Background: an optimization exercise with open tools, aiming at small area, a short achievable clock period and few clock cycles per item. Do not read the settings as production practice.
At most, simulation tests tie the RTL to the original design; equivalence was not proved.
Power is estimated from default activity; no workload was simulated.

==> inputs of job 9962 <==
Design qe_mix, start of the top module:
module qe_mix (
    input  wire        clk,
    input  wire        rst,
    input  wire        in_valid,
    output wire        in_ready,
    input  wire [23:0] in_sample,
    input  wire [23:0] in_gain,
    input  wire        in_last,
    input  wire [23:0] in_dgain,
    output reg         out_valid,
    input  wire        out_ready,
    output reg  [23:0] out_sample,
    output reg  [1:0]  out_clip
);
Settings: LEC_CHECK=0, ABC_CLOCK_PERIOD_IN_PS=3000, CAP_MARGIN=20, CORE_MARGIN=2, CORE_UTILIZATION=40, SETUP_SLACK_MARGIN=5, SLEW_MARGIN=20; clock period 9.0 ns.
run.sh (not shown) runs the stock make flow with config.mk's settings and CLKGATE_MAP_FILE= SYNTH_SCRIPT=/design/flow/synth_recipe.tcl, a recipe that flattens the netlist after the stock synthesis.
==> job 5703 (differences from job 9962) <==
Settings changed: ABC_CLOCK_PERIOD_IN_PS 3000 to default, SETUP_SLACK_MARGIN 5 to default.
==> flow_metrics.py <==
metrics = {
    "global_routing": {
        "grt_max_degree": 106,
    },
    "outcome": {
        "status": "finished clean",
    },
    "route": {
        "first_pass_iters": 6,
        "wirelength_mm": 116.8,
        "dr_total_vias": 29940,
        "drt_iter0_drc": 2977,
    },
    "setup_path": {
        "cp.depth": 21,
        "required_ns": 9.38,
        "worstRegToRegCells": 21,
    },
    "layout": {
        "finalInstanceArea_um2": 44260,
        "regArea_um2": 9439,
        "diodes": 0,
        "fillers": 9580,
    },
    "sta": {
        "fmax_mhz": 180.3,
    },
}
Source of the figures above: job 5703

==> flow_metrics.py <==
metrics = {
    "outcome": {
        "status": "finished clean",
    },
    "power_and_ir_drop": {
        "power_frac_comb_pct": 69.0,
        "peakVddDrop_uv": 177.8,
        "p_switching_w": 0.007258,
    },
    "route": {
        "first_pass_iters": 7,
        "drt_iter0_drc": 3155,
        "dr_total_vias": 31130,
        "wl_met2_mm": 58.84,
    },
    "layout": {
        "regArea_um2": 9502,
        "finalInstanceArea_um2": 48710,
        "diodes": 1,
    },
    "synth": {
        "synth-edff-count": 163,
    },
    "sta": {
        "min_period_ns": 4.657,
        "fmax_mhz": 214.7,
    },
    "global_routing": {
        "use_met3_pct": 5.288,
        "grt_max_degree": 52,
    },
    "setup_path": {
        "worstRegToRegCells": 16,
        "required_ns": 9.51,
        "cp_max_fo": 7,
        "cp.depth": 16,
    },
}
Source of the figures above: job 9962

Testbench counts of job 9962, summed over its fixed seeds: cycles 14,385, items 3,200.
Testbench counts of job 5703, summed over its fixed seeds: cycles 14,385, items 3,200.


==> exp/ember <==
Another version of the RTL of qe_mix (not shown whole).
make LEC_CHECK=0 ABC_CLOCK_PERIOD_IN_PS=3000 CAP_MARGIN=20 CORE_MARGIN=2 CORE_UTILIZATION=40 SETUP_SLACK_MARGIN=5 SLEW_MARGIN=20 finish   # period 9.0 ns
==> exp/yarrow: changes against exp/ember <==
--- a/flow/design.v
+++ b/flow/design.v
@@ -8,22 +8,22 @@
     input  wire        in_last,
     input  wire [23:0] in_dgain,
     output reg         out_valid,
     input  wire        out_ready,
     output reg  [23:0] out_sample,
     output reg  [1:0]  out_clip
 );
     reg rdy_q;       
-    reg rst_q;       
     reg vi_q;        
     reg il_q;        
     reg vp_q;        
     reg vr_q, vm_q;  
     reg sk_q;        
+    reg clr_q;       
     assign in_ready = rdy_q;
     wire take = in_valid & rdy_q & ~rst;
     reg [23:0] x_q;
     reg [11:0] b1_one, b1_two, b1_neg;
     reg [23:0] dg_i;
     wire [24:0] g_ext = {in_gain, 1'b0};
     wire [11:0] g_one, g_two, g_neg;
     genvar gi;
@@ -31,54 +31,70 @@
         wire y2 = g_ext[2*gi+2], y1 = g_ext[2*gi+1], y0 = g_ext[2*gi];
         assign g_one[gi] = y1 ^ y0;
         assign g_two[gi] = (y2 & ~y1 & ~y0) | (~y2 & y1 & y0);
         assign g_neg[gi] = y2;
     end endgenerate
     reg [53:0] acc_s, acc_c;
     reg [23:0] dg_p;
     wire ren = ~vr_q | ~vm_q | ~sk_q;         
-    wire clr = (vp_q & ren) | rst_q;
+    wire clr = clr_q;
     wire [53:0] acc_si = clr ? 54'd2097152 : acc_s;
     wire [53:0] acc_ci = clr ? 54'd0 : acc_c;
     wire [53:0] acc_s_d, acc_c_d;
     reg [23:0] r_s1;
     reg        r_c1;
     reg [11:0] b2_one, b2_two, b2_neg;
-    wire [53:0] sum1 = acc_s + acc_c;
-    wire        fit1 = (sum1[53:45] == {9{sum1[45]}});
-    wire [23:0] sat1 = fit1 ? sum1[45:22] : {sum1[53], {23{~sum1[53]}}};
+    wire [45:0] lo1  = {1'b0, acc_s[44:0]} + {1'b0, acc_c[44:0]};
+    wire        c45  = lo1[45];
+    wire [8:0]  a1   = acc_s[53:45], b1 = acc_c[53:45];
+    wire [8:0]  p1   = a1 ^ b1;
+    wire [8:0]  top1 = a1 + b1 + {8'd0, c45};
+    wire        z1r  = &(p1[8:1] ~^ (a1[7:0] | b1[7:0]));
+    wire        o1r  = &(p1[8:1] ^ (a1[7:0] & b1[7:0]));
+    wire        fit1 = c45 ? ((z1r & p1[0]) | (o1r & ~p1[0])) : ((z1r & ~p1[0]) | (o1r & p1[0]));
+    wire        sgn1 = top1[8];
+    wire [23:0] sat1 = fit1 ? {p1[0] ^ c45, lo1[44:22]} : {sgn1, {23{~sgn1}}};
     wire [24:0] d_ext = {dg_p, 1'b0};
     wire [11:0] d_one, d_two, d_neg;
     generate for (gi = 0; gi < 12; gi = gi + 1) begin : denc
         wire y2 = d_ext[2*gi+2], y1 = d_ext[2*gi+1], y0 = d_ext[2*gi];
         assign d_one[gi] = y1 ^ y0;
         assign d_two[gi] = (y2 & ~y1 & ~y0) | (~y2 & y1 & y0);
         assign d_neg[gi] = y2;
     end endgenerate
-    reg [25:0] m_s, m_c;
-    reg        m_cin, m_c1;
+    reg [33:0] m_s, m_c;                      
+    reg        m_cin, m_c1;                   
     wire [47:0] m_s_d, m_c_d;
-    wire [22:0] m_lo = {1'b0, m_s_d[21:0]} + {1'b0, m_c_d[21:0]};
-    wire [25:0] sum2 = m_s + m_c + {25'd0, m_cin};
-    wire        fit2 = (sum2[25:23] == {3{sum2[23]}});
-    wire [23:0] sat2 = fit2 ? sum2[23:0] : {sum2[25], {23{~sum2[25]}}};
+    wire [14:0] m_lo = {1'b0, m_s_d[13:0]} + {1'b0, m_c_d[13:0]};
+    wire [31:0] lo2  = {1'b0, m_s[30:0]} + {1'b0, m_c[30:0]} + {31'd0, m_cin};
+    wire        c31  = lo2[31];
+    wire [2:0]  a2   = m_s[33:31], b2 = m_c[33:31];
+    wire [2:0]  p2   = a2 ^ b2;
+    wire [2:0]  top2 = a2 + b2 + {2'd0, c31};
+    wire        z2r  = &(p2[2:1] ~^ (a2[1:0] | b2[1:0]));
+    wire        o2r  = &(p2[2:1] ^ (a2[1:0] & b2[1:0]));
+    wire        fit2 = c31 ? ((z2r & p2[0]) | (o2r & ~p2[0])) : ((z2r & ~p2[0]) | (o2r & p2[0]));
+    wire        sgn2 = top2[2];
+    wire [23:0] sat2 = fit2 ? {p2[0] ^ c31, lo2[30:8]} : {sgn2, {23{~sgn2}}};
     reg  [23:0] sk_s;
     reg  [1:0]  sk_c;
     wire men       = ~vm_q | ~sk_q;           
     wire o_take    = vm_q & ~sk_q;            
     wire main_free = ~out_valid | out_ready;
     wire il_n = take & in_last;
     wire vp_n = (vi_q & il_q) | (vp_q & ~ren);
     wire vr_n = (vp_q & ren) | (vr_q & ~men);
     wire vm_n = men ? vr_q : vm_q;
     wire vo_n = main_free ? (sk_q | o_take) : 1'b1;
     wire sk_n = main_free ? 1'b0 : (sk_q | o_take);
-    wire [2:0] owed_n = {2'd0, il_n} + {2'd0, vp_n} + {2'd0, vr_n} + {2'd0, vm_n}
-                      + {2'd0, vo_n} + {2'd0, sk_n};
+    wire [5:0] ow = {il_n, vp_n, vr_n, vm_n, vo_n, sk_n};
+    wire five_plus = (&ow) | (ow == 6'b111110) | (ow == 6'b111101) | (ow == 6'b111011)
+                   | (ow == 6'b110111) | (ow == 6'b101111) | (ow == 6'b011111);
+    wire ren_n = ~vr_n | ~vm_n | ~sk_n;
     always @(posedge clk) begin
         x_q    <= in_sample;
         b1_one <= g_one & {12{take}};
         b1_two <= g_two & {12{take}};
         b1_neg <= g_neg & {12{take}};
         il_q   <= in_last;
         dg_i   <= in_dgain;
         acc_s  <= acc_s_d;
@@ -87,41 +103,41 @@
         if (vp_q & ren) begin
             r_s1   <= sat1;
             r_c1   <= ~fit1;
             b2_one <= d_one;
             b2_two <= d_two;
             b2_neg <= d_neg;
         end
         if (men) begin
-            m_s   <= m_s_d[47:22];
-            m_c   <= m_c_d[47:22];
-            m_cin <= m_lo[22];
+            m_s   <= m_s_d[47:14];
+            m_c   <= m_c_d[47:14];
+            m_cin <= m_lo[14];
             m_c1  <= r_c1;
         end
         if (main_free) begin
             out_sample <= sk_q ? sk_s : sat2;
             out_clip   <= sk_q ? sk_c : {~fit2, m_c1};
         end
         if (~sk_q) begin
             sk_s <= sat2;
             sk_c <= {~fit2, m_c1};
         end
         if (rst) begin
             rdy_q     <= 1'b1;
-            rst_q     <= 1'b1;
+            clr_q     <= 1'b1;
             vi_q      <= 1'b0;
             vp_q      <= 1'b0;
             vr_q      <= 1'b0;
             vm_q      <= 1'b0;
             out_valid <= 1'b0;
             sk_q      <= 1'b0;
         end else begin
-            rdy_q     <= (owed_n <= 3'd4);
-            rst_q     <= 1'b0;
+            rdy_q     <= ~five_plus;
+            clr_q     <= vp_n & ren_n;
             vi_q      <= take;
             vp_q      <= vp_n;
             vr_q      <= vr_n;
             vm_q      <= vm_n;
             out_valid <= vo_n;
             sk_q      <= sk_n;
         end
     end
==> flow/flow/run.sh (new file) <==
#!/bin/bash
# The standard layout, with a tighter setup target for repair_timing and the
# smallest buffer for the port buffers (every port still gets one).
set -euo pipefail
bash standard.sh SETUP_SLACK_MARGIN=6 "BUFFER_PORTS_ARGS=-buffer_cell sky130_fd_sc_hd__buf_1" finish > flow.log 2>&1
==> flow/standard.sh (new file) <==
#!/bin/bash
# synth_recipe.tcl (not shown) runs the flow's synth.tcl, then flattens the netlist and writes it again
# the make line also repeats each setting of config.mk as NAME=value (left out here)
make -C /OpenROAD-flow-scripts/flow DESIGN_CONFIG=/design/flow/config.mk WORK_HOME=/design/flow/orfs CLKGATE_MAP_FILE= SYNTH_SCRIPT=/design/flow/synth_recipe.tcl "${@:-finish}"
removed: flow/run.sh
==> exp/onyx: changes against exp/ember <==
--- a/flow/design.v
+++ b/flow/design.v
@@ -8,22 +8,22 @@
     input  wire        in_last,
     input  wire [23:0] in_dgain,
     output reg         out_valid,
     input  wire        out_ready,
     output reg  [23:0] out_sample,
     output reg  [1:0]  out_clip
 );
     reg rdy_q;       
-    reg rst_q;       
     reg vi_q;        
     reg il_q;        
     reg vp_q;        
     reg vr_q, vm_q;  
     reg sk_q;        
+    reg clr_q;       
     assign in_ready = rdy_q;
     wire take = in_valid & rdy_q & ~rst;
     reg [23:0] x_q;
     reg [11:0] b1_one, b1_two, b1_neg;
     reg [23:0] dg_i;
     wire [24:0] g_ext = {in_gain, 1'b0};
     wire [11:0] g_one, g_two, g_neg;
     genvar gi;
@@ -31,54 +31,70 @@
         wire y2 = g_ext[2*gi+2], y1 = g_ext[2*gi+1], y0 = g_ext[2*gi];
         assign g_one[gi] = y1 ^ y0;
         assign g_two[gi] = (y2 & ~y1 & ~y0) | (~y2 & y1 & y0);
         assign g_neg[gi] = y2;
     end endgenerate
     reg [53:0] acc_s, acc_c;
     reg [23:0] dg_p;
     wire ren = ~vr_q | ~vm_q | ~sk_q;         
-    wire clr = (vp_q & ren) | rst_q;
+    wire clr = clr_q;
     wire [53:0] acc_si = clr ? 54'd2097152 : acc_s;
     wire [53:0] acc_ci = clr ? 54'd0 : acc_c;
     wire [53:0] acc_s_d, acc_c_d;
     reg [23:0] r_s1;
     reg        r_c1;
     reg [11:0] b2_one, b2_two, b2_neg;
-    wire [53:0] sum1 = acc_s + acc_c;
-    wire        fit1 = (sum1[53:45] == {9{sum1[45]}});
-    wire [23:0] sat1 = fit1 ? sum1[45:22] : {sum1[53], {23{~sum1[53]}}};
+    wire [45:0] lo1  = {1'b0, acc_s[44:0]} + {1'b0, acc_c[44:0]};
+    wire        c45  = lo1[45];
+    wire [8:0]  a1   = acc_s[53:45], b1 = acc_c[53:45];
+    wire [8:0]  p1   = a1 ^ b1;
+    wire [8:0]  top1 = a1 + b1 + {8'd0, c45};
+    wire        z1r  = &(p1[8:1] ~^ (a1[7:0] | b1[7:0]));
+    wire        o1r  = &(p1[8:1] ^ (a1[7:0] & b1[7:0]));
+    wire        fit1 = c45 ? ((z1r & p1[0]) | (o1r & ~p1[0])) : ((z1r & ~p1[0]) | (o1r & p1[0]));
+    wire        sgn1 = top1[8];
+    wire [23:0] sat1 = fit1 ? {p1[0] ^ c45, lo1[44:22]} : {sgn1, {23{~sgn1}}};
     wire [24:0] d_ext = {dg_p, 1'b0};
     wire [11:0] d_one, d_two, d_neg;
     generate for (gi = 0; gi < 12; gi = gi + 1) begin : denc
         wire y2 = d_ext[2*gi+2], y1 = d_ext[2*gi+1], y0 = d_ext[2*gi];
         assign d_one[gi] = y1 ^ y0;
         assign d_two[gi] = (y2 & ~y1 & ~y0) | (~y2 & y1 & y0);
         assign d_neg[gi] = y2;
     end endgenerate
-    reg [25:0] m_s, m_c;
-    reg        m_cin, m_c1;
+    reg [33:0] m_s, m_c;                      
+    reg        m_cin, m_c1;                   
     wire [47:0] m_s_d, m_c_d;
-    wire [22:0] m_lo = {1'b0, m_s_d[21:0]} + {1'b0, m_c_d[21:0]};
-    wire [25:0] sum2 = m_s + m_c + {25'd0, m_cin};
-    wire        fit2 = (sum2[25:23] == {3{sum2[23]}});
-    wire [23:0] sat2 = fit2 ? sum2[23:0] : {sum2[25], {23{~sum2[25]}}};
+    wire [14:0] m_lo = {1'b0, m_s_d[13:0]} + {1'b0, m_c_d[13:0]};
+    wire [31:0] lo2  = {1'b0, m_s[30:0]} + {1'b0, m_c[30:0]} + {31'd0, m_cin};
+    wire        c31  = lo2[31];
+    wire [2:0]  a2   = m_s[33:31], b2 = m_c[33:31];
+    wire [2:0]  p2   = a2 ^ b2;
+    wire [2:0]  top2 = a2 + b2 + {2'd0, c31};
+    wire        z2r  = &(p2[2:1] ~^ (a2[1:0] | b2[1:0]));
+    wire        o2r  = &(p2[2:1] ^ (a2[1:0] & b2[1:0]));
+    wire        fit2 = c31 ? ((z2r & p2[0]) | (o2r & ~p2[0])) : ((z2r & ~p2[0]) | (o2r & p2[0]));
+    wire        sgn2 = top2[2];
+    wire [23:0] sat2 = fit2 ? {p2[0] ^ c31, lo2[30:8]} : {sgn2, {23{~sgn2}}};
     reg  [23:0] sk_s;
     reg  [1:0]  sk_c;
     wire men       = ~vm_q | ~sk_q;           
     wire o_take    = vm_q & ~sk_q;            
     wire main_free = ~out_valid | out_ready;
     wire il_n = take & in_last;
     wire vp_n = (vi_q & il_q) | (vp_q & ~ren);
     wire vr_n = (vp_q & ren) | (vr_q & ~men);
     wire vm_n = men ? vr_q : vm_q;
     wire vo_n = main_free ? (sk_q | o_take) : 1'b1;
     wire sk_n = main_free ? 1'b0 : (sk_q | o_take);
-    wire [2:0] owed_n = {2'd0, il_n} + {2'd0, vp_n} + {2'd0, vr_n} + {2'd0, vm_n}
-                      + {2'd0, vo_n} + {2'd0, sk_n};
+    wire [5:0] ow = {il_n, vp_n, vr_n, vm_n, vo_n, sk_n};
+    wire five_plus = (&ow) | (ow == 6'b111110) | (ow == 6'b111101) | (ow == 6'b111011)
+                   | (ow == 6'b110111) | (ow == 6'b101111) | (ow == 6'b011111);
+    wire ren_n = ~vr_n | ~vm_n | ~sk_n;
     always @(posedge clk) begin
         x_q    <= in_sample;
         b1_one <= g_one & {12{take}};
         b1_two <= g_two & {12{take}};
         b1_neg <= g_neg & {12{take}};
         il_q   <= in_last;
         dg_i   <= in_dgain;
         acc_s  <= acc_s_d;
@@ -87,41 +103,41 @@
         if (vp_q & ren) begin
             r_s1   <= sat1;
             r_c1   <= ~fit1;
             b2_one <= d_one;
             b2_two <= d_two;
             b2_neg <= d_neg;
         end
         if (men) begin
-            m_s   <= m_s_d[47:22];
-            m_c   <= m_c_d[47:22];
-            m_cin <= m_lo[22];
+            m_s   <= m_s_d[47:14];
+            m_c   <= m_c_d[47:14];
+            m_cin <= m_lo[14];
             m_c1  <= r_c1;
         end
         if (main_free) begin
             out_sample <= sk_q ? sk_s : sat2;
             out_clip   <= sk_q ? sk_c : {~fit2, m_c1};
         end
         if (~sk_q) begin
             sk_s <= sat2;
             sk_c <= {~fit2, m_c1};
         end
         if (rst) begin
             rdy_q     <= 1'b1;
-            rst_q     <= 1'b1;
+            clr_q     <= 1'b1;
             vi_q      <= 1'b0;
             vp_q      <= 1'b0;
             vr_q      <= 1'b0;
             vm_q      <= 1'b0;
             out_valid <= 1'b0;
             sk_q      <= 1'b0;
         end else begin
-            rdy_q     <= (owed_n <= 3'd4);
-            rst_q     <= 1'b0;
+            rdy_q     <= ~five_plus;
+            clr_q     <= vp_n & ren_n;
             vi_q      <= take;
             vp_q      <= vp_n;
             vr_q      <= vr_n;
             vm_q      <= vm_n;
             out_valid <= vo_n;
             sk_q      <= sk_n;
         end
     end
==> comparison table <==
item                                                                                        exp/onyx       exp/ember             exp/yarrow
Result of the run                                                   no timing/DRC/antenna violations  no timing/DRC/antenna violations  no timing/DRC/antenna violations
Syn avg cell area                                                                        10.61 sq um     10.39 sq um            10.61 sq um
Critical path buffer and inverter count                                                            2               3                      2
Clock buf count                                                                                   67              60                     59
DRT Wirelength                                                                        115600 microns  116900 microns         132800 microns
Repair and plain buffers                                                                         273             303                    501
Period utilisation layout                                                                     0.4428          0.5351                 0.4330
Compound-gate portion of the synthesized area                                                 0.1609          0.1696                 0.1609
Number of detailed-route iterations in the first pass                                              6               8                      6
Most frequent cell on the critical path                                        sky130_fd_sc_hd__fa_1               -  sky130_fd_sc_hd__fa_2
Endpoint of the worst hold-timing path                                                       dg_p[9]         dg_p[2]                dg_p[7]
Flip-flop and latch share of the layout cell area                                             0.2158          0.2056                 0.1979
Basic-gate share of the synthesized area counting and, or, nand and nor cells                0.05564         0.06029                0.05564
Vias in the first global route                                                                30.55k          31.60k                 32.21k
Reg2Reg Capture Point                                                                      acc_c[30]           m_cin                m_c[12]
GPL Wtd Cong                                                                                  0.8619          0.8777                 0.8547
Share of cells above drive strength 1                                                         0.1142          0.1402                 0.3242
Clock network power share                                                                      0.145           0.125                  0.136
Total area of sequential cells                                                            9936 sq um      9453 sq um            10120 sq um
Testbench counts of exp/yarrow, summed over its fixed seeds: cycles 14,385, items 3,200.
Testbench counts of exp/onyx, summed over its fixed seeds: cycles 14,385, items 3,200.
The RTL of exp/ember was laid out without a check of its function.

-- afterwards: timing with drivers on the ports --
The flow's constraints put no driver on any port. The routed layouts listed below were extracted and timed again, unchanged, in two steps.
Step 1 (the two cells are an assumption about what drives the block):
set clk [get_ports {clk}]
set_driving_cell -lib_cell sky130_fd_sc_hd__clkbuf_16 $clk
set_driving_cell -lib_cell sky130_fd_sc_hd__buf_2 [delete_from_list [all_inputs] $clk]
Step 2 also shifts input and output timing later by t, the mid clock arrival at the registers, as if the neighbouring blocks saw the same clock.
Slacks: no drivers / after step 1 / after step 2; pairs: no drivers / after step 1.
run	shift t [ns]	setup slack, ns	worst hold slack (ns)	worst setup path after step 2	clock arrival spread, ns
job 9962	0.691	4.343 / 4.343 / 4.343	0.399 / 0.399 / 0.399	register to register	0.044 / 0.044
job 5703	0.697	3.453 / 3.453 / 3.453	0.387 / 0.387 / 0.387	register to register	0.058 / 0.058
exp/ember	0.702	4.184 / 4.184 / 4.184	0.399 / 0.399 / 0.399	register to register	0.017 / 0.017
exp/yarrow	0.714	5.103 / 5.103 / 5.103	0.395 / 0.395 / 0.395	register to register	0.025 / 0.025
exp/onyx	0.699	5.015 / 5.015 / 4.703	0.403 / 0.403 / 0.403	input to register	0.041 / 0.041
After both steps setup and hold are still met in every run listed. For exp/onyx, which loses most, drivers alone change the setup slack by 0.000 ns; drivers and shift together by -0.312 ns.
